Background: an optimization exercise with open tools, aiming at small area, a short achievable clock period and few clock cycles per item. Do not read the settings as production practice. Function was checked by simulation only, so behaviour that the tests miss may differ from the original. Power figures rest on the tool's default switching activity, not on a simulated workload.

**config.mk**
```make
export PLATFORM = sky130hd
export DESIGN_NAME = kd_alarm_eval
export DESIGN_NICKNAME = kd_alarm_eval
export VERILOG_FILES = /design/flow/design.v
export SDC_FILE = /design/flow/constraint.sdc
export NUM_CORES = 4
export LEC_CHECK = 0
export ABC_AREA = 1
export CAP_MARGIN = 20
export CORE_MARGIN = 2
export CORE_UTILIZATION = 65
export CTS_CLUSTER_DIAMETER = 150
export CTS_CLUSTER_SIZE = 24
export SLEW_MARGIN = 20
```
**constraint.sdc**
```tcl
create_clock -name core_clock -period 50.0 [get_ports {clk}]
set_input_delay 10.0000 -clock core_clock [delete_from_list [all_inputs] [get_ports {clk}]]
set_output_delay 10.0000 -clock core_clock [all_outputs]
set_load 0.01 [all_outputs]
```
**design.v**
```verilog
module kd_fadd (
    input  wire        phase,
    input  wire [31:0] a,
    input  wire [31:0] b,
    output wire [5:0]  cmp_n,     
    input  wire [5:0]  cmp,       
    output wire [40:0] st_n,      
    input  wire [40:0] st,        
    output reg  [31:0] y          
);
    function automatic [27:0] bk_add(input [27:0] x, input [27:0] y, input cin);
        reg [31:0] g, p, gg, pp;
        integer i, w;
        begin
            for (i = 0; i < 32; i = i + 1) begin
                g[i] = (i < 28) ? (x[i] & y[i]) : 1'b0;
                p[i] = (i < 28) ? (x[i] ^ y[i]) : 1'b0;
            end
            gg = g;
            pp = p;
            gg[0] = g[0] | (p[0] & cin);
            for (w = 1; w < 32; w = w * 2)
                for (i = 2 * w - 1; i < 32; i = i + 2 * w) begin
                    gg[i] = gg[i] | (pp[i] & gg[i - w]);
                    pp[i] = pp[i] & pp[i - w];
                end
            for (w = 8; w >= 1; w = w / 2)
                for (i = 3 * w - 1; i < 32; i = i + 2 * w) begin
                    gg[i] = gg[i] | (pp[i] & gg[i - w]);
                    pp[i] = pp[i] & pp[i - w];
                end
            for (i = 0; i < 28; i = i + 1)
                bk_add[i] = p[i] ^ ((i == 0) ? cin : gg[i - 1]);
        end
    endfunction
    function automatic [30:0] incr(input [30:0] x, input c);
        reg [31:0] xx;
        reg [30:0] t;
        reg        blk;
        integer i;
        begin
            xx = {1'b1, x};
            blk = c;
            for (i = 0; i < 31; i = i + 1) begin
                if (i % 8 == 0) begin
                    t[i] = blk;
                    if (i > 0) ;
                end else
                    t[i] = t[i - 1] & xx[i - 1];
                if (i % 8 == 7)
                    blk = blk & (&xx[i -: 8]);
            end
            incr = x ^ t;
        end
    endfunction
    function automatic mag_ge(input [30:0] x, input [30:0] y);
        reg c;
        integer i;
        begin
            c = 1'b1;
            for (i = 0; i < 31; i = i + 1)
                c = (x[i] & ~y[i]) | (x[i] & c) | (~y[i] & c);
            mag_ge = c;
        end
    endfunction
    wire        sa = a[31];
    wire        sb = b[31];
    wire [7:0]  ea = a[30:23];
    wire [7:0]  eb = b[30:23];
    wire [7:0]  eaf = (ea == 0) ? 8'd1 : ea;
    wire [7:0]  ebf = (eb == 0) ? 8'd1 : eb;
    wire        c_big = mag_ge(a[30:0], b[30:0]);
    wire [7:0]  c_d   = c_big ? eaf - ebf : ebf - eaf;
    assign cmp_n = {c_big, (c_d[7:5] != 3'd0) ? 5'd31 : c_d[4:0]};
    wire        a_nan = (ea == 8'hFF) && (a[22:0] != 0);
    wire        b_nan = (eb == 8'hFF) && (b[22:0] != 0);
    wire        a_inf = (ea == 8'hFF) && (a[22:0] == 0);
    wire        b_inf = (eb == 8'hFF) && (b[22:0] == 0);
    wire        spec     = a_nan || b_nan || a_inf || b_inf;
    wire        spec_nan = a_nan || b_nan || (a_inf && b_inf && (sa != sb));
    wire        spec_s   = a_inf ? sa : sb;
    wire        a_big = cmp[5];
    wire [30:0] xm  = a_big ? a[30:0] : b[30:0];
    wire [30:0] ym  = a_big ? b[30:0] : a[30:0];
    wire        sx  = a_big ? sa : sb;
    wire        sub = sa ^ sb;
    wire [7:0]  ex  = (xm[30:23] == 0) ? 8'd1 : xm[30:23];
    wire [23:0] mx  = {xm[30:23] != 0, xm[22:0]};
    wire [23:0] my  = {ym[30:23] != 0, ym[22:0]};
    wire [27:0] sum_p;
    wire [4:0]  sh_p1;
    reg  [27:0] sv;
    reg  [4:0]  amt;
    reg         stk;
    integer     i, j;
    always @* begin
        if (phase) begin
            for (i = 0; i < 28; i = i + 1) sv[i] = sum_p[27 - i];
            amt = sh_p1;
        end else begin
            sv  = {1'b0, my, 3'b000};
            amt = cmp[4:0];
        end
        stk = 1'b0;
        for (j = 0; j < 5; j = j + 1)
            if (amt[j]) begin
                for (i = 0; i < 28; i = i + 1)
                    if (i < (1 << j)) stk = stk | sv[i];
                sv = sv >> (1 << j);
            end
    end
    wire [27:0] my_sh = {sv[27:1], sv[0] | stk};
    wire [27:0] sum   = bk_add({1'b0, mx, 3'b000}, my_sh ^ {28{sub}}, sub);
    assign st_n = {spec, spec_nan, spec_s, sa & sb, sx, ex, sum};
    wire        p_spec  = st[40];
    wire        p_nan   = st[39];
    wire        p_ss    = st[38];
    wire        p_zs    = st[37];
    wire        p_sx    = st[36];
    wire [7:0]  p_ex    = st[35:28];
    assign      sum_p   = st[27:0];
    reg  [4:0]  lz;
    integer     k;
    always @* begin
        lz = 5'd28;
        for (k = 0; k < 28; k = k + 1)
            if (sum_p[k]) lz = 5'd27 - k[4:0];
    end
    assign sh_p1 = ({3'b000, lz} > p_ex) ? p_ex[4:0] : lz;
    reg  [27:0] m;
    reg  [8:0]  e;
    reg         inc;
    reg  [30:0] packed_r;
    always @* begin
        for (i = 0; i < 28; i = i + 1) m[i] = sv[27 - i];
        e   = {1'b0, p_ex} + 9'd1 - {4'd0, sh_p1};
        inc = m[3] & (m[2] | m[1] | m[0] | m[4]);
        packed_r = incr({(m[27] ? e[7:0] : 8'd0), m[26:4]}, inc);
        if (p_spec)
            y = p_nan ? 32'h7FC0_0000 : {p_ss, 8'hFF, 23'd0};
        else if (sum_p == 0)
            y = {p_zs, 31'd0};
        else if (sum_p[27] && p_ex == 8'hFE)
            y = {p_sx, 8'hFF, 23'd0};
        else
            y = {p_sx, packed_r};
    end
endmodule
module kd_alarm_eval (
    input  wire        clk,
    input  wire        rst,
    input  wire [6:0]  cfg_limit_enable,
    input  wire [31:0] cfg_ll,
    input  wire [31:0] cfg_l,
    input  wire [31:0] cfg_h,
    input  wire [31:0] cfg_hh,
    input  wire [31:0] cfg_deadband,
    input  wire [19:0] cfg_on_delay,
    input  wire [19:0] cfg_off_delay,
    input  wire [19:0] cfg_flt_on_delay,
    input  wire [19:0] cfg_flt_off_delay,
    input  wire        cfg_limits_on_bad,
    input  wire [11:0] cfg_shelve_max_min,
    input  wire        ev_valid,
    output wire        ev_ready,
    input  wire [31:0] ev_time,
    input  wire [31:0] ev_value,
    input  wire [2:0]  ev_quality,
    input  wire        ev_hold,
    input  wire [31:0] ev_action,
    output reg         res_valid,
    output wire [31:0] res_state,
    output wire [15:0] res_seq,
    output wire [3:0]  res_pw_event,
    output wire [19:0] res_ev_a,
    output wire [19:0] res_ev_b
);
    localparam [2:0] P_NONE = 3'd0, P_SHELVE = 3'd4, P_UNSHELVE = 3'd5,
                     P_OOS_ON = 3'd6, P_OOS_OFF = 3'd7;
    localparam [2:0] Q_STALE = 3'd2, Q_BAD = 3'd3, Q_INTEGRITY = 3'd4;
    function automatic is_nan(input [31:0] x);
        is_nan = (x[30:23] == 8'hFF) && (x[22:0] != 0);
    endfunction
    function automatic mag_cmp(input [30:0] x, input [30:0] y, input cin);
        reg c;
        integer i;
        begin
            c = cin;
            for (i = 0; i < 31; i = i + 1)
                c = (~x[i] & y[i]) | (~x[i] & c) | (y[i] & c);
            mag_cmp = c;
        end
    endfunction
    function automatic f_lt(input [31:0] x, input [31:0] y);
        reg both_zero, neg;
        begin
            both_zero = (x[30:0] == 0) && (y[30:0] == 0);
            neg = x[31];
            if (is_nan(x) || is_nan(y) || both_zero)
                f_lt = 1'b0;
            else if (x[31] != y[31])
                f_lt = x[31];
            else
                f_lt = neg ^ mag_cmp(x[30:0], y[30:0], neg);
        end
    endfunction
    function automatic f_le(input [31:0] x, input [31:0] y);
        reg both_zero, neg;
        begin
            both_zero = (x[30:0] == 0) && (y[30:0] == 0);
            neg = x[31];
            if (is_nan(x) || is_nan(y))
                f_le = 1'b0;
            else if (both_zero)
                f_le = 1'b1;
            else if (x[31] != y[31])
                f_le = x[31];
            else
                f_le = neg ^ mag_cmp(x[30:0], y[30:0], !neg);
        end
    endfunction
    function automatic ge3(input [19:0] x, input [19:0] y, input [19:0] z);
        reg [21:0] xs, ys, zs, s, cy, g, p;
        integer i, w;
        begin
            xs = {2'b00, x};
            ys = {2'b00, y};
            zs = ~{2'b00, z};
            for (i = 0; i < 22; i = i + 1) begin
                s[i]  = xs[i] ^ ys[i] ^ zs[i];
                cy[i] = (xs[i] & ys[i]) | (xs[i] & zs[i]) | (ys[i] & zs[i]);
            end
            for (i = 0; i < 22; i = i + 1) begin
                g[i] = s[i] & ((i == 0) ? 1'b1 : cy[i - 1]);
                p[i] = s[i] ^ ((i == 0) ? 1'b1 : cy[i - 1]);
            end
            for (w = 1; w < 22; w = w * 2)
                for (i = 21; i >= 0; i = i - 1)
                    if ((i / w) % 2 == 1) begin
                        g[i] = g[i] | (p[i] & g[(i / w) * w - 1]);
                        p[i] = p[i] & p[(i / w) * w - 1];
                    end
            ge3 = ~(s[21] ^ cy[20] ^ g[20]);
        end
    endfunction
    function automatic [31:0] bk32(input [31:0] x, input [31:0] y, input cin);
        reg [31:0] g, p, gg, pp;
        integer i, w;
        begin
            g = x & y;
            p = x ^ y;
            gg = g;
            pp = p;
            gg[0] = g[0] | (p[0] & cin);
            for (w = 1; w < 32; w = w * 2)
                for (i = 2 * w - 1; i < 32; i = i + 2 * w) begin
                    gg[i] = gg[i] | (pp[i] & gg[i - w]);
                    pp[i] = pp[i] & pp[i - w];
                end
            for (w = 8; w >= 1; w = w / 2)
                for (i = 3 * w - 1; i < 32; i = i + 2 * w) begin
                    gg[i] = gg[i] | (pp[i] & gg[i - w]);
                    pp[i] = pp[i] & pp[i - w];
                end
            for (i = 0; i < 32; i = i + 1)
                bk32[i] = p[i] ^ ((i == 0) ? cin : gg[i - 1]);
        end
    endfunction
    function automatic [2:0] popc5(input [4:0] x);
        reg s1, c1, s2, c2;
        begin
            {c1, s1} = {1'b0, x[0]} + x[1] + x[2];
            {c2, s2} = {1'b0, s1} + x[3] + x[4];
            popc5 = {c1 & c2, c1 ^ c2, s2};
        end
    endfunction
    function automatic [3:0] popc11(input [10:0] x);
        reg s1, c1, s2, c2, s3, c3, s4, c4, s5, c5, s6, c6, s7, c7;
        begin
            {c1, s1} = {1'b0, x[0]} + x[1] + x[2];
            {c2, s2} = {1'b0, x[3]} + x[4] + x[5];
            {c3, s3} = {1'b0, s1} + s2 + x[6];
            {c4, s4} = {1'b0, x[7]} + x[8] + x[9];
            {c5, s5} = {1'b0, s3} + s4 + x[10];
            {c6, s6} = {1'b0, c1} + c2 + c3;
            {c7, s7} = {1'b0, s6} + c4 + c5;
            popc11 = {c6 & c7, c6 ^ c7, s7, s5};
        end
    endfunction
    function automatic [10:0] rc10(input [9:0] x, input [9:0] y, input cin);
        reg c;
        integer i;
        begin
            c = cin;
            for (i = 0; i < 10; i = i + 1) begin
                rc10[i] = x[i] ^ y[i] ^ c;
                c = (x[i] & y[i]) | (x[i] & c) | (y[i] & c);
            end
            rc10[10] = c;
        end
    endfunction
    function automatic [19:0] rc20(input [19:0] x, input [19:0] y);
        reg [10:0] lo, hi;
        begin
            lo = rc10(x[9:0], y[9:0], 1'b0);
            hi = rc10(x[19:10], y[19:10], lo[10]);
            rc20 = {hi[9:0], lo[9:0]};
        end
    endfunction
    reg [4:0]  c_en;
    reg [31:0] c_ll, c_l, c_h, c_hh;
    reg [19:0] c_on, c_off, c_fon, c_foff;
    reg        c_lob;
    reg [11:0] c_smax;
    always @(posedge clk) begin
        c_en   <= {cfg_limit_enable[6], cfg_limit_enable[3:0]};
        c_ll   <= cfg_ll;
        c_l    <= cfg_l;
        c_h    <= cfg_h;
        c_hh   <= cfg_hh;
        c_on   <= cfg_on_delay;
        c_off  <= cfg_off_delay;
        c_fon  <= cfg_flt_on_delay;
        c_foff <= cfg_flt_off_delay;
        c_lob  <= cfg_limits_on_bad;
        c_smax <= cfg_shelve_max_min;
    end
    reg        a_valid;           
    reg        b_valid;           
    reg        warm;              
    reg        f_on;              
    reg [1:0]  f_k;               
    reg [1:0]  f_s;               
    reg        ready_q;           
    wire       f_last  = f_on && f_k == 2'd3 && f_s == 2'd2;
    wire       a_go    = a_valid && warm;    
    wire       a_ready = !a_valid || warm;
    wire       a_valid_n = a_ready ? ev_valid : a_valid;
    wire       busy_n  = a_valid_n || a_go || b_valid;
    wire       warm_n  = busy_n && (warm || (a_valid && f_last));
    assign ev_ready = ready_q;
    reg        rst_q;
    always @(posedge clk)
        rst_q <= rst;
    always @(posedge clk) begin
        if (rst) begin
            a_valid <= 1'b0;
            b_valid <= 1'b0;
            warm    <= 1'b0;
            ready_q <= 1'b1;
        end else begin
            a_valid <= a_valid_n;
            b_valid <= a_go;
            warm    <= warm_n;
            ready_q <= !a_valid_n || warm_n;
        end
    end
    always @(posedge clk) begin
        if (warm || !a_valid) begin
            f_on <= 1'b0;
            f_k  <= 2'd0;
            f_s  <= 2'd0;
        end else begin
            f_on <= 1'b1;
            if (f_on) begin
                f_s <= (f_s == 2'd2) ? 2'd0 : f_s + 2'd1;
                if (f_s == 2'd2) f_k <= f_k + 2'd1;
            end
        end
    end
    reg  [31:0] thr [0:3];
    reg  [31:0] fa_a;
    reg  [5:0]  fa_cmp;
    wire [5:0]  fa_cmp_n;
    reg  [40:0] fa_st;
    wire [40:0] fa_st_n;
    wire [31:0] fa_b = {thr[3][31] ^ f_k[1], thr[3][30:0]};
    wire [31:0] fa_y;
    always @* begin
        case (f_k)
            2'd0: fa_a = c_ll;
            2'd1: fa_a = c_l;
            2'd2: fa_a = c_h;
            default: fa_a = c_hh;
        endcase
    end
    kd_fadd u_add (.phase(f_s[1]), .a(fa_a), .b(fa_b), .cmp_n(fa_cmp_n), .cmp(fa_cmp),
                   .st_n(fa_st_n), .st(fa_st), .y(fa_y));
    always @(posedge clk) begin
        fa_cmp <= fa_cmp_n;
        fa_st  <= fa_st_n;
        if (!warm && a_valid && !f_on)
            thr[3] <= cfg_deadband;
        if (!warm && a_valid && f_on && f_s == 2'd2)
            thr[f_k] <= fa_y;
    end
    reg [31:0] s_time, s_value, s_action;
    reg [2:0]  s_quality;
    reg        s_hold;
    always @(posedge clk) begin
        if (a_ready) begin
            s_time    <= ev_time;
            s_value   <= ev_value;
            s_action  <= ev_action;
            s_quality <= ev_quality;
            s_hold    <= ev_hold;
        end
    end
    reg [31:0] b_time;            
    wire [3:0]  a_code    = s_action[3:0];
    wire [11:0] a_minutes = s_action[15:4];
    wire [10:0] a_el_lo = rc10(s_time[9:0], ~b_time[9:0], 1'b1);
    wire [10:0] a_el_mi = rc10(s_time[19:10], ~b_time[19:10], a_el_lo[10]);
    wire [11:0] a_b_hi1 = b_time[31:20] + 12'd1;
    wire        a_el_big = a_el_mi[10] ? (s_time[31:20] != b_time[31:20])
                                       : (s_time[31:20] != a_b_hi1);
    wire [19:0] a_elapsed = {a_el_mi[9:0], a_el_lo[9:0]};
    wire [7:0] a_tests = {f_lt(s_value, thr[3]), f_le(c_hh, s_value),
                          f_lt(s_value, thr[2]), f_le(c_h, s_value),
                          f_lt(thr[1], s_value), f_le(s_value, c_l),
                          f_lt(thr[0], s_value), f_le(s_value, c_ll)};
    reg [7:0]  b_tests;           
    reg        b_integrity, b_bad, b_proc_held;
    reg        b_ack, b_ack_any, b_shelve, b_unshelve, b_oos_on, b_oos_off;
    reg [15:0] b_seq;
    reg [11:0] b_minutes;
    wire [31:0] b_m15    = bk32({16'd0, b_minutes, 4'd0}, ~{20'd0, b_minutes}, 1'b1);
    wire [31:0] b_m129   = bk32({9'd0, b_m15[15:0], 7'd0}, {16'd0, b_m15[15:0]}, 1'b0);
    wire [31:0] b_m1875  = bk32(b_m129, ~{14'd0, b_m15[15:0], 2'd0}, 1'b1);
    wire [31:0] b_end_hi = bk32({5'd0, b_time[31:5]}, {9'd0, b_m1875[22:0]}, 1'b0);
    wire [31:0] b_new_end = {b_end_hi[26:0], b_time[4:0]};
    reg        b_el_big;
    reg [19:0] b_el;
    always @(posedge clk) begin
        if (a_go)
            b_time <= s_time;
        b_tests     <= a_tests;
        b_integrity <= (s_quality == Q_INTEGRITY);
        b_bad       <= (s_quality == Q_BAD);
        b_proc_held <= s_hold || (s_quality >= Q_STALE && !c_lob);
        b_ack       <= (a_code == 4'h1);
        b_ack_any   <= (s_action[31:16] == 16'hFFFF);
        b_seq       <= s_action[31:16];
        b_shelve    <= (a_code == 4'h2) && c_smax != 0 && a_minutes != 0 && a_minutes <= c_smax;
        b_unshelve  <= (a_code == 4'h3);
        b_oos_on    <= (a_code == 4'h4);
        b_oos_off   <= (a_code == 4'h5);
        b_minutes   <= a_minutes;
        b_el_big    <= a_el_big;
        b_el        <= a_elapsed[19:0];
    end
    reg        oos, shelved;
    reg [31:0] shelve_end;
    reg [4:0]  raw, act, unack;
    reg [4:0]  act_sel;           
    reg [15:0] tseq;
    reg [19:0] tm_acc [0:4];      
    reg [4:0]  tm_run, tm_held;
    reg [16:0] o_state;
    reg [15:0] o_seq;
    reg [2:0]  o_pw;
    reg [4:0]  o_a_any, o_a_ack, o_b_on, o_b_ret;
    reg        n_oos, n_shelved, shelve_now;
    reg [4:0]  n_raw, n_act, n_unack;
    reg [15:0] n_tseq;
    reg [19:0] n_acc [0:4];
    reg [4:0]  n_run, n_held;
    reg [2:0]  pw_ev;
    reg [4:0]  a_any, a_ack, b_on, b_ret;
    reg [4:0]  old_act;
    reg        unshelve;
    reg [31:0] sum;
    reg [19:0] dly;
    reg        fire;
    reg [3:0]  n_events;
    reg [4:0]  b_chg;
    reg [4:0]  lo0, lo1, lo;
    reg [5:0]  lo_e;
    reg [3:0]  n_early;
    reg [2:0]  n_late;
    wire [11:0] tseq_hi_inc = tseq[15:4] + 12'd1;
    integer    k;
    always @* begin
        n_oos      = oos;
        n_shelved  = shelved;
        shelve_now = 1'b0;
        n_raw      = raw;
        n_act      = act;
        n_unack    = unack;
        n_tseq     = tseq;
        n_run      = tm_run;
        n_held     = tm_held;
        pw_ev      = P_NONE;
        a_any      = 5'd0;
        a_ack      = 5'd0;
        b_on       = 5'd0;
        b_ret      = 5'd0;
        old_act    = act;
        unshelve   = 1'b0;
        n_events   = 4'd0;
        b_chg      = 5'd0;
        lo0        = 5'd0;
        lo_e       = 6'd0;
        n_early    = 4'd0;
        n_late     = 3'd0;
        lo1        = 5'd0;
        lo         = 5'd0;
        for (k = 0; k < 5; k = k + 1) begin
            sum = {12'd0, rc20(tm_run[k] ? tm_acc[k] : 20'd0,
                               (tm_run[k] && !tm_held[k]) ? b_el : 20'd0)};
            n_acc[k] = (b_integrity || (k < 4 && b_proc_held)) ? tm_acc[k] : sum[19:0];
        end
        if (b_integrity) begin
            n_held = 5'b11111;
        end else begin
            if (b_ack && (b_ack_any || b_seq == tseq)) begin
                a_any   = unack;
                a_ack   = unack;
                n_unack = 5'd0;
            end
            if (b_shelve && !oos) begin
                n_shelved  = 1'b1;
                shelve_now = 1'b1;
                n_unack    = 5'd0;
                pw_ev      = P_SHELVE;
            end
            if (b_unshelve && shelved)
                unshelve = 1'b1;
            if (b_oos_on) begin
                n_oos     = 1'b1;
                n_shelved = 1'b0;
                n_raw     = 5'd0;
                n_act     = 5'd0;
                n_unack   = 5'd0;
                n_run     = 5'd0;
                n_held    = 5'd0;
                pw_ev     = P_OOS_ON;
            end
            if (b_oos_off && oos) begin
                n_oos = 1'b0;
                pw_ev = P_OOS_OFF;
            end
            if (shelved && !shelve_now && !b_oos_on && b_time >= shelve_end)
                unshelve = 1'b1;
            if (unshelve) begin
                n_shelved = 1'b0;
                pw_ev     = P_UNSHELVE;
                n_unack   = n_unack | act;
                a_any     = a_any | act;
                a_ack     = a_ack & ~act;
            end
            old_act = n_act;
            if (!n_oos) begin
                if (!b_proc_held) begin
                    for (k = 0; k < 4; k = k + 1) begin
                        if (b_tests[2*k])
                            n_raw[k] = 1'b1;
                        else if (b_tests[2*k+1])
                            n_raw[k] = 1'b0;
                    end
                end
                n_raw[4] = b_bad;
                n_raw = n_raw & c_en;
                for (k = 0; k < 5; k = k + 1) begin
                    if (k == 4)
                        dly = act_sel[k] ? c_fon : c_foff;
                    else
                        dly = act_sel[k] ? c_on : c_off;
                    fire = (tm_run[k] && !tm_held[k] && b_el_big) ||
                           ge3(tm_run[k] ? tm_acc[k] : 20'd0,
                               (tm_run[k] && !tm_held[k]) ? b_el : 20'd0, dly);
                    if (!c_en[k]) begin
                        n_act[k]  = 1'b0;
                        n_run[k]  = 1'b0;
                        n_held[k] = 1'b0;
                    end else if (k < 4 && b_proc_held) begin
                        n_held[k] = 1'b1;
                    end else if (n_raw[k] == act[k]) begin
                        n_run[k]  = 1'b0;
                        n_held[k] = 1'b0;
                    end else begin
                        n_held[k] = 1'b0;
                        n_run[k]  = !fire;
                        if (fire)
                            n_act[k] = n_raw[k];
                    end
                end
                if (!n_shelved) begin
                    b_on    = n_act & ~old_act;
                    b_ret   = ~n_act & old_act;
                    b_chg   = n_act ^ old_act;
                    n_unack = n_unack | b_on;
                end
            end
            n_early = {2'd0, pw_ev != P_NONE} + popc5(a_any);
            lo_e    = {2'd0, tseq[3:0]} + {2'd0, n_early};
            n_late  = popc5(b_chg);
            lo0 = lo_e[4:0] + {2'd0, n_late};
            lo1 = lo_e[4:0] + {2'd0, n_late} + 5'd1;
            lo  = (tseq[15:4] == 12'hFFF && lo1[4]) ? lo1 : lo0;
            n_tseq = {lo[4] ? tseq_hi_inc : tseq[15:4], lo[3:0]};
        end
    end
    always @(posedge clk) begin
        if (rst)
            res_valid <= 1'b0;
        else
            res_valid <= b_valid;
    end
    always @(posedge clk) begin
        if (rst_q) begin
            oos        <= 1'b0;
            shelved    <= 1'b0;
            raw        <= 5'd0;
            act        <= 5'd0;
            act_sel    <= 5'b11111;
            unack      <= 5'd0;
            tseq       <= 16'd0;
            tm_run     <= 5'd0;
            tm_held    <= 5'd0;
        end else begin
            if (b_valid) begin
                oos        <= n_oos;
                shelved    <= n_shelved;
                raw        <= n_raw;
                act        <= n_act;
                act_sel    <= ~n_act;
                unack      <= n_unack;
                tseq       <= n_tseq;
                tm_run     <= n_run;
                tm_held    <= n_held;
            end
        end
    end
    always @(posedge clk) begin
        if (b_valid) begin
            if (shelve_now)
                shelve_end <= b_new_end;
            for (k = 0; k < 5; k = k + 1)
                tm_acc[k] <= n_acc[k];
        end
        o_state <= {n_oos, n_shelved, n_unack, n_act, n_raw};
        o_seq   <= n_tseq;
        o_pw    <= pw_ev;
        o_a_any <= a_any;
        o_a_ack <= a_ack;
        o_b_on  <= b_on;
        o_b_ret <= b_ret;
    end
    assign res_state = {o_state[16:15], 2'b00, 5'd0,
                        o_state[14], 2'b00, o_state[13:10], 1'b0,
                        o_state[9], 2'b00, o_state[8:5], 1'b0,
                        o_state[4], 2'b00, o_state[3:0]};
    assign res_seq      = o_seq;
    assign res_pw_event = {1'b0, o_pw};
    genvar g;
    generate
        for (g = 0; g < 5; g = g + 1) begin : g_ev
            assign res_ev_a[4*g+3:4*g] = {2'b00, o_a_ack[g], o_a_any[g]};
            assign res_ev_b[4*g+3:4*g] = {2'b00, o_b_ret[g], o_b_on[g]};
        end
    endgenerate
endmodule
```
**flow/run.sh**
```bash
#!/bin/bash
# Layout flow: the standard flow, with each input port buffer a buf_1
# cell and each output port buffer a buf_2 cell.
here=$(pwd)
export PRE_GLOBAL_PLACE_TCL="$here/flow/pre_global_place.tcl"
export BUFFER_PORTS_ARGS="-inputs -buffer_cell sky130_fd_sc_hd__buf_1"
bash standard.sh > standard.log 2>&1
```
**flow/pre_global_place.tcl**
```tcl
# Output port buffers; the input port buffers follow in global_place.tcl.
buffer_ports -outputs -buffer_cell sky130_fd_sc_hd__buf_2
```
**standard.sh**
```bash
#!/bin/bash
# synth_recipe.tcl (not shown) runs the flow's synth.tcl, then flattens the netlist and writes it again
# the make line also repeats each setting of config.mk as NAME=value (left out here)
make -C /OpenROAD-flow-scripts/flow DESIGN_CONFIG=/design/flow/config.mk WORK_HOME=/design/flow/orfs CLKGATE_MAP_FILE= SYNTH_SCRIPT=/design/flow/synth_recipe.tcl "${@:-finish}"
```
==> impl_metrics.tcl, run 1 <==
set metrics [dict create \
    start_util_pct 65.7 \
    hold_class "reg2reg" \
    avgSynthCellArea_sq_um 8.98 \
    worstSetupPathType "reg2out" \
    slew_violations 0 \
    ant_nets 0 \
    status "finished clean" \
    cts-buffers-inserted 41 \
    layout-drive-gt1-share_pct 3.15 \
    tightest_slew_ns 1.09 \
    dpl_worst_slack_ns 39.07 \
    grt_max_degree 81 \
    row_count 101 \
    cp.required_ns 40.00 \
    p_leak_uw 0.0256 \
    grt_setup_unrepaired "false" \
    dieArea_sq_mm 0.0790 \
    max_freq_ghz 0.0899 \
    setup_viol 0 \
    layout.nets 6788 \
    max-slew-margin-rel_pct 27.1 \
    powerDensity_mw_per_mm2 31.7 \
    power_uw 1690 \
    cp-end-kind "output pin" \
    post-route-cell-area_sq_mm 0.0533 \
    gp_congestion 1.01 \
    num_vias 39000 \
    ys_seq_area_share_pct 41.8 \
    ys_types 72 \
    ir_drop_mv 0.0421 \
    gr-total-overflow 0 \
    avgRoutedWirePerCell_um 19.3 \
    grt_pass1_vias 37500 \
    post_cts_buffers 0 \
    cts_buffer_depth 3 \
    root_buffer "clkbuf_16" \
    die_height_um 281 \
    critPathArrivalTime_ns 1.12 \
    dr.first_iter.drc_count 3433 \
    fp.dieW_um 281 \
    finalSetupTns_ns 0 \
    htree_levels 2 \
    clock_latency_ns 0.64 \
    cts_tree "built" \
    core-area_sq_mm 0.0759 \
    hold_violations 0 \
    synthCells 5560 \
    ys_warn_count 4 \
    synth_ff_type "dfxtp_1" \
    cts.clk_slew.worst_paths_ns 0.10 \
    cap_violations 0 \
    post_cts_resize_count 0 \
    dpl.hpwl_mm 105 \
    fin_ws_ns 38.88 \
    ctsHoldBuffers 0 \
    synth_seq_cells 846 \
    synth_async_sr_flop_share_pct 0 \
    grt_usage_pct 33.7 \
    area_growth_pct 6.87 \
    drtPass1Iterations 6 \
    vias_per_cell 5.65 \
    dpl_cell_area_sq_mm 0.0521 \
    synth_edf_count 392 \
    crit_path_start_kind "register" \
    fin_crit_sh_pct 22.2 \
    drc_errors 0 \
    grt_pass1_wl_mm 205 \
    clock_sinks 846 \
    fin_crit_ns 11.12 \
    pin_count 457 \
    portBuffers 418 \
    path_max_fanout 1 \
    syn-cell-area_sq_mm 0.0499 \
    wl_mm 133 \
    antenna_found_initial 5 \
    finalClockSkew_ns 0.0469 \
]
## through the flow
step / std cells / utilization, % / hold WS, ns
after global placement: 6827 / 68.6 / 0.355
after floorplan: 5595 / - / 0.348
after global routing: 6905 / 70.2 / 0.390
after CTS: 6901 / 70.2 / 0.382
final: 6906 / 70.2 / 0.379
after detailed placement: 6827 / 68.6 / 0.360
## area by class of cell
| cell class | count | area, sq um |
|---|---|---|
| Multi-Input combinational cell | 3485 | 24300 |
| Fill cell | 6167 | 22600 |
| Sequential cell | 846 | 20900 |
| Inverter | 1067 | 4010 |
| Timing Repair Buffer | 400 | 1670 |
| Tap cell | 1030 | 1290 |
| Clock buffer | 70 | 1130 |
| Clock inverter | 4 | 86.3 |
| Antenna cell | 4 | 10.0 |
## placed cells by master (no fill, tap or decap), types with 51 or more instances in the layout
cell type and n:
a21oi_1 202, dfxtp_1 454, nor4_1 71, edfxtp_1 392, xor2_1 101, nand2_1 998
nor2_1 294, nand4_1 82, ha_1 325, nand3_1 150, buf_1 360, xnor2_1 51
inv_1 1040, fa_1 259, o21ai_0 295, o221ai_1 51, o22ai_1 190
## layer usage
layer,vias to the layer above,GRT usage [%],wire length (um)
met5,-,0,34
li1,18800,-,-
met2,1552,55.3,62400
met4,4,15.2,6440
met1,18300,45.0,54400
met3,280,4.00,9750
## logic make-up (layout without fill, tap and decap cells)
group | after synthesis | after routing | synth area share (%)
other cells | 1 | 40 | 0.00751
xor+xnor | 152 | 152 | 2.67
compound gates | 993 | 993 | 12.1
fa+ha+maj | 584 | 584 | 18.5
flops | 846 | 846 | 41.8
simple gates | 1695 | 1695 | 14.4
buf+inv | 1264 | 1541 | 9.89
mux | 25 | 25 | 0.554
## path summary, 6_finish.rpt
check	startpoint	end	slack, ns	cells past startpoint
worst min-delay path	s_action[19]	b_seq[3]	0.38	0
worst max register to register	tm_run[4]	tm_acc[4][19]	39.81	26
worst max-delay path	o_state[2]	res_state[2]	38.88	0
worst min register to register	s_action[19]	b_seq[3]	0.38	0
## worst reg2reg max path: stages, from the launching register on
cell and delay (ns):
dfxtp_1 0.62, inv_1 0.15, nor2_1 0.08, clkinv_1 0.34
nor2_1 0.13, ha_1 0.21, inv_1 0.06, fa_1 0.17
inv_1 0.06, fa_1 0.44, fa_1 0.48, fa_1 0.48
fa_1 0.47, fa_1 0.48, fa_1 0.46, fa_1 0.47
fa_1 0.47, fa_1 0.50, fa_1 0.47, fa_1 0.47
fa_1 0.47, fa_1 0.47, fa_1 0.48, fa_1 0.47
fa_1 0.46, fa_1 0.45, xor2_1 0.15
## sequential cells by signal, summed over array words and instances, names as in the netlist, 32 cells and up
name        flops
c_ll           32
thr           128
c_hh           32
c_l            32
s_value        32
b_time         32
fa_st          41
c_h            32
s_action       32
shelve_end     32
tm_acc        100
s_time         32
## power by group
part	switching, uW	total, uW	internal, uW
clock	226	386	160
sequential	35.4	813	777
combinational	297	490	193
total	559	1690	1130
## cells in the mapped netlist, drive strengths merged, types with 11 or more instances
library cell,n,share of area (%)
nand3,158,1.7
nor4,71,0.89
a31oi,17,0.21
xnor2,51,0.89
mux2,21,0.47
clkbuf,130,0.98
fa,259,10
o21bai,13,0.20
o221ai,51,0.89
o21a,11,0.17
dfxtp,454,18
nor3,44,0.47
inv,1048,7.9
o21ai,355,3.7
ha,325,8.1
nor2,302,2.3
buf,67,0.89
o211ai,20,0.30
nand2,1010,7.7
nand4,82,1.0
a211oi,21,0.36
a21o,12,0.18
or2,11,0.14
edfxtp,392,24
a22oi,20,0.30
a22o,21,0.37
xor2,101,1.8
a21oi,204,2.1
o22ai,190,2.4
clkinv,19,0.14
Testbench counts, summed over its fixed seeds: cycles 24,128, items 24,000.
==> run 2, diff against run 1 <==
==> flow/run.sh (replaced) <==
#!/bin/bash
# Layout flow: the standard flow, with each input port buffer a buf_1
# cell, each output port buffer a buf_2 cell, and the flip-flops that feed
# the output port buffers in a stronger drive.
here=$(pwd)
export PRE_GLOBAL_PLACE_TCL="$here/flow/pre_global_place.tcl"
export PRE_DETAIL_PLACE_TCL="$here/flow/pre_detail_place.tcl"
export BUFFER_PORTS_ARGS="-inputs -buffer_cell sky130_fd_sc_hd__buf_1"
bash standard.sh > standard.log 2>&1
==> flow/pre_detail_place.tcl (new file) <==
# The flip-flop behind each output port buffer gets a stronger drive: it
# drives the wire to its output port buffer.
set upsized {}
foreach port [all_outputs] {
  foreach inst [get_fanin -to $port -flat -only_cells -startpoints_only] {
    set name [get_full_name $inst]
    if {[lsearch -exact $upsized $name] >= 0} continue
    set lc [get_lib_cells -quiet -of_objects $inst]
    if {$lc eq "" || $lc eq "NULL"} continue
    set master [get_name $lc]
    if {[string match "*dfxtp_1" $master]} {
      replace_cell $name sky130_fd_sc_hd__dfxtp_4
      lappend upsized $name
    }
  }
}
puts "output flip-flops given a stronger drive: [llength $upsized]"
==> impl_metrics.tcl, run 2 <==
set metrics [dict create \
    hold_class "reg2reg" \
    ys_types 72 \
    cts_buffer_depth 3 \
    final_cell_mix "inv_1, nand2_1, dfxtp_1" \
    post-route-cell-area_sq_mm 0.0535 \
    synth_ff_type "dfxtp_1" \
    gp_congestion 1.01 \
    gr-total-overflow 0 \
    ctsHoldBuffers 0 \
    power_uw 1690 \
    portBuffers 418 \
    max_freq_ghz 0.0906 \
    cp-end-kind "output pin" \
    hold_violations 0 \
    cts-buffers-inserted 41 \
    cts.clk_slew.worst_paths_ns 0.09 \
    max-slew-margin-rel_pct 17.6 \
    syn-cell-area_sq_mm 0.0499 \
    layout.nets 6787 \
    cts_tree "built" \
    fin_crit_sh_pct 22.1 \
    path_max_fanout 1 \
    drtPass1Iterations 6 \
    post_cts_resize_count 0 \
    ys_warn_count 4 \
    status "finished clean" \
    dieArea_sq_mm 0.0790 \
    avgSynthCellArea_sq_um 8.98 \
    drc_errors 0 \
    vias_per_cell 5.65 \
    worstSetupPathType "reg2out" \
    ys_seq_area_share_pct 41.8 \
    p_leak_uw 0.0256 \
    pin_count 457 \
    antenna_found_initial 3 \
    grt_max_degree 81 \
    grt_pass1_vias 37800 \
    tightest_slew_ns 1.22 \
    grt_setup_unrepaired "false" \
    setup_viol 0 \
    num_vias 39000 \
    start_util_pct 65.7 \
    synthCells 5560 \
    cp.required_ns 40.00 \
    crit_path_start_kind "register" \
    ant_nets 0 \
    dr.first_iter.drc_count 3581 \
    synth_edf_count 392 \
    ir_drop_mv 0.0365 \
    largest_reg_flops 128 \
    area_growth_pct 7.25 \
    finalSetupTns_ns 0 \
    grt_usage_pct 33.8 \
    synth_area_leaders "edfxtp_1, dfxtp_1, fa_1" \
    htree_levels 2 \
    powerDensity_mw_per_mm2 31.6 \
    grt_pass1_wl_mm 206 \
    root_buffer "clkbuf_16" \
    fin_crit_ns 11.04 \
    top_register "thr" \
    cap_violations 0 \
    synth_seq_cells 846 \
    slew_violations 0 \
    post_cts_buffers 0 \
    synth_async_sr_flop_share_pct 0 \
    dpl_cell_area_sq_mm 0.0523 \
    core-area_sq_mm 0.0759 \
    die_height_um 281 \
    layout_commonest_cell "inv_1" \
    largestRegisters "thr (128), tm_acc (100), fa_st (41)" \
    dpl.hpwl_mm 105 \
    clock_latency_ns 0.65 \
    yosysMostFrequentCell "inv_1" \
    avgRoutedWirePerCell_um 19.3 \
    synth_common_cells "inv_1, nand2_1, dfxtp_1, edfxtp_1, ha_1" \
    row_count 101 \
    wl_mm 133 \
    finalClockSkew_ns 0.0467 \
    fp.dieW_um 281 \
    synth_top_area_share_pct 23.6 \
    layout-drive-gt1-share_pct 4.12 \
    clock_sinks 846 \
    critPathArrivalTime_ns 1.04 \
    yosys.area.top_type "edfxtp_1" \
]
==> run 2: cell counts after synthesis <==
Identical to the previous run, type by type.
==> run 2: worst paths after layout <==
path,startpoint,endpoint,slack [ns],cells past startpoint
min,s_action[29],b_seq[13],0.38,0
max reg2reg,tm_run[4],tm_acc[4][19],39.80,26
max,ready_q,ev_ready,38.96,0
min reg2reg,s_action[29],b_seq[13],0.38,0
==> run 2: cell type report <==
cell class                 count  area [sq um]
antenna                        2          5.00
clock buffer                  71          1140
clock inverter                 4          86.3
fill                        6100         22400
inverter                    1067          4010
multi-input combinational   3485         24300
sequential                   846         21100
tap                         1030          1290
timing repair buffer         399          1640
==> run 2: logic make-up after synthesis <==
family | after synthesis | synth area share (%)
AOI/OAI and AO/OA | 993 | 12.1
muxes | 25 | 0.554
DFF | 846 | 41.8
adders and majority gates | 584 | 18.5
xor gates and xnor gates | 152 | 2.67
other | 1 | 0.00751
and+or+nand+nor | 1695 | 14.4
buffers and inverters | 1264 | 9.89
==> run 2: where the power goes <==
part           internal, uW  switching (uW)
registers               775            35.6
logic                   193             298
clock network           160             230
total                  1130             564
==> run 2: per-stage QoR <==
step,hold WS [ns],std cells,utilization [%],setup slack (ns)
after detailed placement,0.358,6827,68.9,39.07
after global placement,0.355,6827,68.6,39.07
after floorplan,0.348,5595,-,39.55
after CTS,0.383,6902,70.5,38.94
final,0.385,6904,70.5,38.96
after global routing,0.395,6902,70.5,38.94
==> run 2: worst reg2reg max path: cells and delay by family (launching register included) <==
kind / cells / cell delay, ns
and+or+nand+nor: 2 / 0.20
buffers and inverters: 4 / 0.60
DFF: 1 / 0.63
xor gates and xnor gates: 1 / 0.15
adders and majority gates: 19 / 8.37
==> run 2: metal layers <==
layer | wire (um) | global-route usage [%] | up-vias
li1 | - | - | 18800
met1 | 54900 | 44.9 | 18400
met2 | 62500 | 55.9 | 1496
met3 | 9740 | 4.41 | 274
met4 | 6300 | 14.1 | 2
met5 | 10 | 0 | -
==> run 3, diff against run 2 <==
==> flow/run.sh (replaced) <==
#!/bin/bash
# Layout flow: the standard flow, with each port buffer a buf_1 cell,
# and the output port buffers then resized to buf_2 before detailed placement.
here=$(pwd)
export BUFFER_PORTS_ARGS="-buffer_cell sky130_fd_sc_hd__buf_1"
export PRE_DETAIL_PLACE_TCL="$here/flow/pre_detail_place.tcl"
bash standard.sh > standard.log 2>&1
==> flow/pre_detail_place.tcl (replaced) <==
# Each output port buffer (a buf_1 from buffer_ports) becomes a buf_2.
set resized 0
foreach port [all_outputs] {
  foreach inst [get_fanin -to $port -flat -only_cells -levels 1] {
    set lc [get_lib_cells -quiet -of_objects $inst]
    if {$lc eq "" || $lc eq "NULL"} continue
    if {[get_name $lc] eq "sky130_fd_sc_hd__buf_1"} {
      replace_cell [get_full_name $inst] sky130_fd_sc_hd__buf_2
      incr resized
    }
  }
}
puts "output port buffers resized to buf_2: $resized"
removed: flow/pre_global_place.tcl
==> impl_metrics.tcl, run 3 <==
set metrics [dict create \
    layout_commonest_cell "inv_1" \
    path_cells "buf_2" \
    worstSetupPathType "reg2out" \
    vias_per_cell 5.65 \
    ys_types 72 \
    dpl_worst_slack_ns 39.04 \
    yosysMostFrequentCell "inv_1" \
    grt_setup_unrepaired "false" \
    post_cts_buffers 0 \
    syn-cell-area_sq_mm 0.0499 \
    grt_max_degree 81 \
    cp_slowest_cell "dfxtp_1" \
    layout.nets 6847 \
    synthCells 5560 \
    rr_worst_depth 27 \
    cts_tree "built" \
    drtPass1Iterations 6 \
    ir_drop_mv 0.0418 \
    tightest_slew_ns 1.12 \
    core-area_sq_mm 0.0759 \
    cts.clk_slew.worst_paths_ns 0.09 \
    post_cts_resize_count 0 \
    dpl.hpwl_mm 107 \
    drc_errors 0 \
    wl_mm 135 \
    start_util_pct 65.7 \
    finalClockSkew_ns 0.0417 \
    grt_pass1_wl_mm 208 \
    ant_nets 0 \
    max-slew-margin-rel_pct 25.2 \
    dp.cells 6886 \
    powerDensity_mw_per_mm2 31.7 \
    clock_sinks 846 \
    post-route-cell-area_sq_mm 0.0536 \
    area_growth_pct 7.46 \
    gp_congestion 0.973 \
    ys_seq_area_share_pct 41.8 \
    dr.first_iter.drc_count 3716 \
    critPathArrivalTime_ns 1.20 \
    cp.depth 1 \
    final_cell_mix "inv_1, nand2_1, dfxtp_1" \
    dieArea_sq_mm 0.0790 \
    row_count 101 \
    final_cell_count_no_fill 6967 \
    cap_violations 0 \
    synth_common_cells "inv_1, nand2_1, dfxtp_1, edfxtp_1, ha_1" \
    grt_pass1_vias 37900 \
    cts-buffers-inserted 41 \
    hold_class "reg2reg" \
    cts_buffer_depth 3 \
    critPathBufInv 1 \
    pin_count 457 \
    num_vias 39400 \
    top_register "thr" \
    cp_top_family "flip-flops" \
    path_max_fanout 1 \
    htree_levels 2 \
    slew_violations 0 \
    fin_crit_ns 11.20 \
    ys_warn_count 4 \
    synth_top_area_share_pct 23.6 \
    cp.required_ns 40.00 \
    max_freq_ghz 0.0893 \
    status "finished clean" \
    hold_violations 0 \
    portBuffers 418 \
    ctsHoldBuffers 0 \
    synth_seq_cells 846 \
    synth_area_leaders "edfxtp_1, dfxtp_1, fa_1" \
    root_buffer "clkbuf_16" \
    clock_latency_ns 0.65 \
    cp-end-kind "output pin" \
    fin_crit_sh_pct 22.4 \
    yosys.area.top_type "edfxtp_1" \
    p_leak_uw 0.0259 \
    die_height_um 281 \
    avgSynthCellArea_sq_um 8.98 \
    critical_path.max_stage_delay_ns 0.40 \
    synth_async_sr_flop_share_pct 0 \
    crit_path_start_kind "register" \
    largestRegisters "thr (128), tm_acc (100), fa_st (41)" \
    antenna_found_initial 4 \
    min_path_cells 0 \
    largest_reg_flops 128 \
    synth_edf_count 392 \
    power_uw 1700 \
    avgRoutedWirePerCell_um 19.4 \
    setup_viol 0 \
    gr-total-overflow 0 \
    grt_usage_pct 34.0 \
    synth_ff_type "dfxtp_1" \
    dpl_cell_area_sq_mm 0.0524 \
    finalSetupTns_ns 0 \
    fin_ws_ns 38.80 \
    fp.dieW_um 281 \
    layout-drive-gt1-share_pct 4.11 \
]
## run 3: area by class of cell
type	count	area, sq um
inverter	1067	4010
timing repair buffer	459	1960
multi-input combinational	3485	24300
clock buffer	70	1130
fill	6082	22300
clock inverter	4	86.3
tap	1030	1290
antenna	6	15.0
sequential	846	20900
## run 3: routing by layer
metal  global-route usage [%]  share of wire, %  vias up
met5                        0                 0        -
met4                     15.0               4.6        0
met3                     3.81               7.4      275
met2                     56.2                47     1610
met1                     45.6                41    18500
li1                         -                 -    18900
## run 3: where the power goes
group          switching, uW  leakage, uW  internal (uW)  total [uW]
combinational            300       0.0179            193         493
clock                    231     0.000577            160         391
sequential              36.5      0.00745            777         814
## run 3: worst paths after layout
kind	slack, ns	startpoint	to
min	0.38	s_action[28]	b_seq[12]
max reg2reg	39.86	tm_run[1]	tm_acc[1][19]
max	38.80	o_state[1]	res_state[1]
min reg2reg	0.38	s_action[28]	b_seq[12]
## run 3: metrics by stage
stage	util (%)	hold slack, ns
after floorplan	-	0.348
after CTS	70.6	0.383
after detailed placement	69.0	0.357
final	70.6	0.382
after global routing	70.6	0.396
after global placement	68.9	0.352
## run 3: cell families after synthesis
logic type	count (synthesis)	synth area share [%]
compound gates	993	12.1
xor+xnor	152	2.67
fa+ha+maj	584	18.5
buf+inv	1264	9.89
flops	846	41.8
mux	25	0.554
other cells	1	0.00751
simple gates	1695	14.4
==> run 4, diff against run 3 <==
==> flow/run.sh (replaced) <==
#!/bin/bash
# Layout flow: the standard flow, with each port buffer a buf_1 cell,
# and the output port buffers then resized to buf_2, and the flip-flops that
# feed them to dfxtp_2, before detailed placement.
here=$(pwd)
export BUFFER_PORTS_ARGS="-buffer_cell sky130_fd_sc_hd__buf_1"
export PRE_DETAIL_PLACE_TCL="$here/flow/pre_detail_place.tcl"
bash standard.sh > standard.log 2>&1
==> flow/pre_detail_place.tcl (replaced) <==
# Each output port buffer (a buf_1 from buffer_ports) becomes a buf_2, and
# the flip-flop that feeds it a dfxtp_2.
set resized 0
set upsized 0
foreach port [all_outputs] {
  foreach inst [get_fanin -to $port -flat -only_cells -levels 1] {
    set lc [get_lib_cells -quiet -of_objects $inst]
    if {$lc eq "" || $lc eq "NULL"} continue
    if {[get_name $lc] eq "sky130_fd_sc_hd__buf_1"} {
      replace_cell [get_full_name $inst] sky130_fd_sc_hd__buf_2
      incr resized
    }
  }
  foreach inst [get_fanin -to $port -flat -only_cells -startpoints_only] {
    set lc [get_lib_cells -quiet -of_objects $inst]
    if {$lc eq "" || $lc eq "NULL"} continue
    if {[get_name $lc] eq "sky130_fd_sc_hd__dfxtp_1"} {
      replace_cell [get_full_name $inst] sky130_fd_sc_hd__dfxtp_2
      incr upsized
    }
  }
}
puts "output port buffers resized to buf_2: $resized; flip-flops feeding them resized to dfxtp_2: $upsized"
==> impl_metrics.tcl, run 4 <==
set metrics [dict create \
    dpl.hpwl_mm 107 \
    grt_pass1_vias 37800 \
    ctsHoldBuffers 0 \
    hold_class "reg2reg" \
    slew_violations 0 \
    p_int_uw 1130 \
    area_growth_pct 7.56 \
    layout_commonest_cell "inv_1" \
    dieArea_sq_mm 0.0790 \
    p_leak_uw 0.0260 \
    swShare_pct 33.2 \
    timing.rr.end "tm_acc[1][19]" \
    path_cells "buf_2" \
    cp.required_ns 40.00 \
    layout.nets 6847 \
    portBuffers 418 \
    ys_types 72 \
    start_util_pct 65.7 \
    post_cts_buffers 0 \
    synthCells 5560 \
    reg2reg_slack_ns 39.86 \
    fin_crit_ns 11.13 \
    clkPwrFrac_pct 22.8 \
    ys_seq_area_share_pct 41.8 \
    fin_util_pct 70.7 \
    synth_async_sr_flop_share_pct 0 \
    grt_max_degree 81 \
    fin_ws_ns 38.87 \
    core-area_sq_mm 0.0759 \
    yosys.area.top_type "edfxtp_1" \
    max-slew-margin-rel_pct 24.2 \
    max_freq_ghz 0.0898 \
    setup_viol 0 \
    syn-cell-area_sq_mm 0.0499 \
    cp-end-kind "output pin" \
    grt_usage_pct 33.9 \
    cts_tree "built" \
    critPathArrivalTime_ns 1.13 \
    cp_slowest_cell "dfxtp_2" \
    ant_nets 0 \
    ir_drop_mv 0.0368 \
    avgRoutedWirePerCell_um 19.3 \
    dr.first_iter.drc_count 3795 \
    largest_reg_flops 128 \
    rr_worst_depth 27 \
    num_vias 39300 \
    crit_path_start_kind "register" \
    synth_seq_cells 846 \
    status "finished clean" \
    htree_levels 2 \
    critical_path.max_stage_delay_ns 0.37 \
    fp.dieW_um 281 \
    dpl_worst_slack_ns 39.04 \
    final_cell_count_no_fill 6967 \
    clock_latency_ns 0.64 \
    powerDensity_mw_per_mm2 31.5 \
    fin_crit_sh_pct 22.3 \
    tightest_slew_ns 1.14 \
    p_sw_uw 561 \
    cts_buffer_depth 3 \
    clock_sinks 846 \
    synth_top_area_share_pct 23.6 \
    fillCellCount 6062 \
    reg2reg_from "tm_run[1]" \
    antenna_found_initial 4 \
    finalSetupTns_ns 0 \
    root_buffer "clkbuf_16" \
    drc_errors 0 \
    path_max_fanout 1 \
    dp.cells 6886 \
    hold_violations 0 \
    synth_edf_count 392 \
    finalClockSkew_ns 0.0431 \
    min_path_cells 0 \
    cap_violations 0 \
    avgSynthCellArea_sq_um 8.98 \
    hp-start "s_action[28]" \
    min_to "b_seq[12]" \
    synth_area_leaders "edfxtp_1, dfxtp_1, fa_1" \
    layout-drive-gt1-share_pct 5.09 \
    yosysMostFrequentCell "inv_1" \
    grt_setup_unrepaired "false" \
    final_cell_mix "inv_1, nand2_1, dfxtp_1" \
    drtPass1Iterations 6 \
    largestRegisters "thr (128), tm_acc (100), fa_st (41)" \
    wl_mm 135 \
    sequentialPowerShare_pct 48.1 \
    combPwrFrac_pct 29.1 \
    pin_count 457 \
    top_register "thr" \
    ys_warn_count 4 \
    die_height_um 281 \
    critPathBufInv 1 \
    gr-total-overflow 0 \
    post_cts_resize_count 0 \
    synth_ff_type "dfxtp_1" \
    cts.clk_slew.worst_paths_ns 0.09 \
    synth_common_cells "inv_1, nand2_1, dfxtp_1, edfxtp_1, ha_1" \
    grt_pass1_wl_mm 206 \
    gp_congestion 0.973 \
    row_count 101 \
    vias_per_cell 5.64 \
    cp_top_family "flip-flops" \
    cts-buffers-inserted 41 \
    worstSetupPathType "reg2out" \
]
==> run 4: cell counts after synthesis <==
No cell type changed its count.
==> run 4: cells by family after synthesis <==
logic type,Yosys count,share of synthesized area [%]
buf+inv,1264,9.89
other cells,1,0.00751
compound gates,993,12.1
flops,846,41.8
simple gates,1695,14.4
mux,25,0.554
xor+xnor,152,2.67
fa+ha+maj,584,18.5
==> run 4: power by group through the flow <==
stage / combinational (uW) / clock, uW / sequential (uW)
finish: 492 / 386 / 814
global route: 560 / 411 / 817
CTS: 489 / 391 / 812
detailed placement: 486 / 0 / 828
global placement: 469 / 0 / 827
floorplan: 374 / 0 / 812
==> run 4: how the worst max path moves through the flow <==
stage,cells past startpoint,startpoint,slack [ns],to
finish,1,o_state[1],38.87,res_state[1]
global route,1,ready_q,38.84,ev_ready
CTS,1,o_state[1],38.84,res_state[1]
detailed placement,3,cfg_deadband[22],39.04,thr[1][22]
global placement,3,cfg_deadband[22],39.04,thr[1][22]
floorplan,3,ev_valid,39.55,warm
==> run 4: per-stage QoR <==
stage	hold slack [ns]	total power (uW)	instance area [sq um]
global placement	0.352	1300	52300
global route	0.391	1790	53700
floorplan	0.348	1190	50000
finish	0.381	1690	53700
detailed placement	0.357	1310	52500
CTS	0.379	1690	53700
==> run 4: routing by layer <==
metal | part of all wire [%] | track usage [%] | vias up
met2 | 47 | 56.5 | 1642
met4 | 4.5 | 13.7 | 2
met3 | 7.6 | 3.73 | 265
met1 | 41 | 45.3 | 18500
li1 | - | - | 18900
met5 | 0.0097 | 0 | -
==> run 4: layout make-up <==
class | instances | area, sq um | share of cell area, %
tap | 1030 | 1290 | 2.40
timing repair buffer | 459 | 1960 | 3.65
clock inverter | 4 | 61.3 | 0.114
antenna | 4 | 10.0 | 0.0186
clock buffer | 72 | 1140 | 2.13
multi-input combinational | 3485 | 24300 | 45.2
inverter | 1067 | 4010 | 7.47
sequential | 846 | 20900 | 39.0

static timing again, ports no longer ideal:
How much do the figures lean on ideal ports? The routed layouts below were timed once more, with nothing changed but the port constraints.
Step 1, drivers: a clkbuf_16 drives clk and a buf_2 each remaining input, both assumed.
Step 2 times the ports against the registers' clock, not the clock port: input delays grow and output delays shrink by t, the midpoint of the rising clock arrivals with the driver on.
Slacks: no drivers / after step 1 / after step 2; pairs: no drivers / after step 1.
| run | t, ns | setup slack, ns | hold slack, ns | worst register clock-pin slew, ns | cell pins on the clock port's net |
|---|---|---|---|---|---|
| run 1 | 0.689 | 38.880 / 38.808 / 39.016 | 0.379 / 0.379 / 0.379 | 0.11 / 0.11 | 1 |
| run 2 | 0.697 | 38.961 / 38.893 / 39.024 | 0.385 / 0.385 / 0.385 | 0.11 / 0.11 | 1 |
| run 3 | 0.694 | 38.805 / 38.738 / 39.011 | 0.382 / 0.382 / 0.382 | 0.11 / 0.11 | 1 |
| run 4 | 0.686 | 38.865 / 38.797 / 39.011 | 0.381 / 0.381 / 0.381 | 0.11 / 0.11 | 1 |
After both steps every run listed still meets setup and hold.
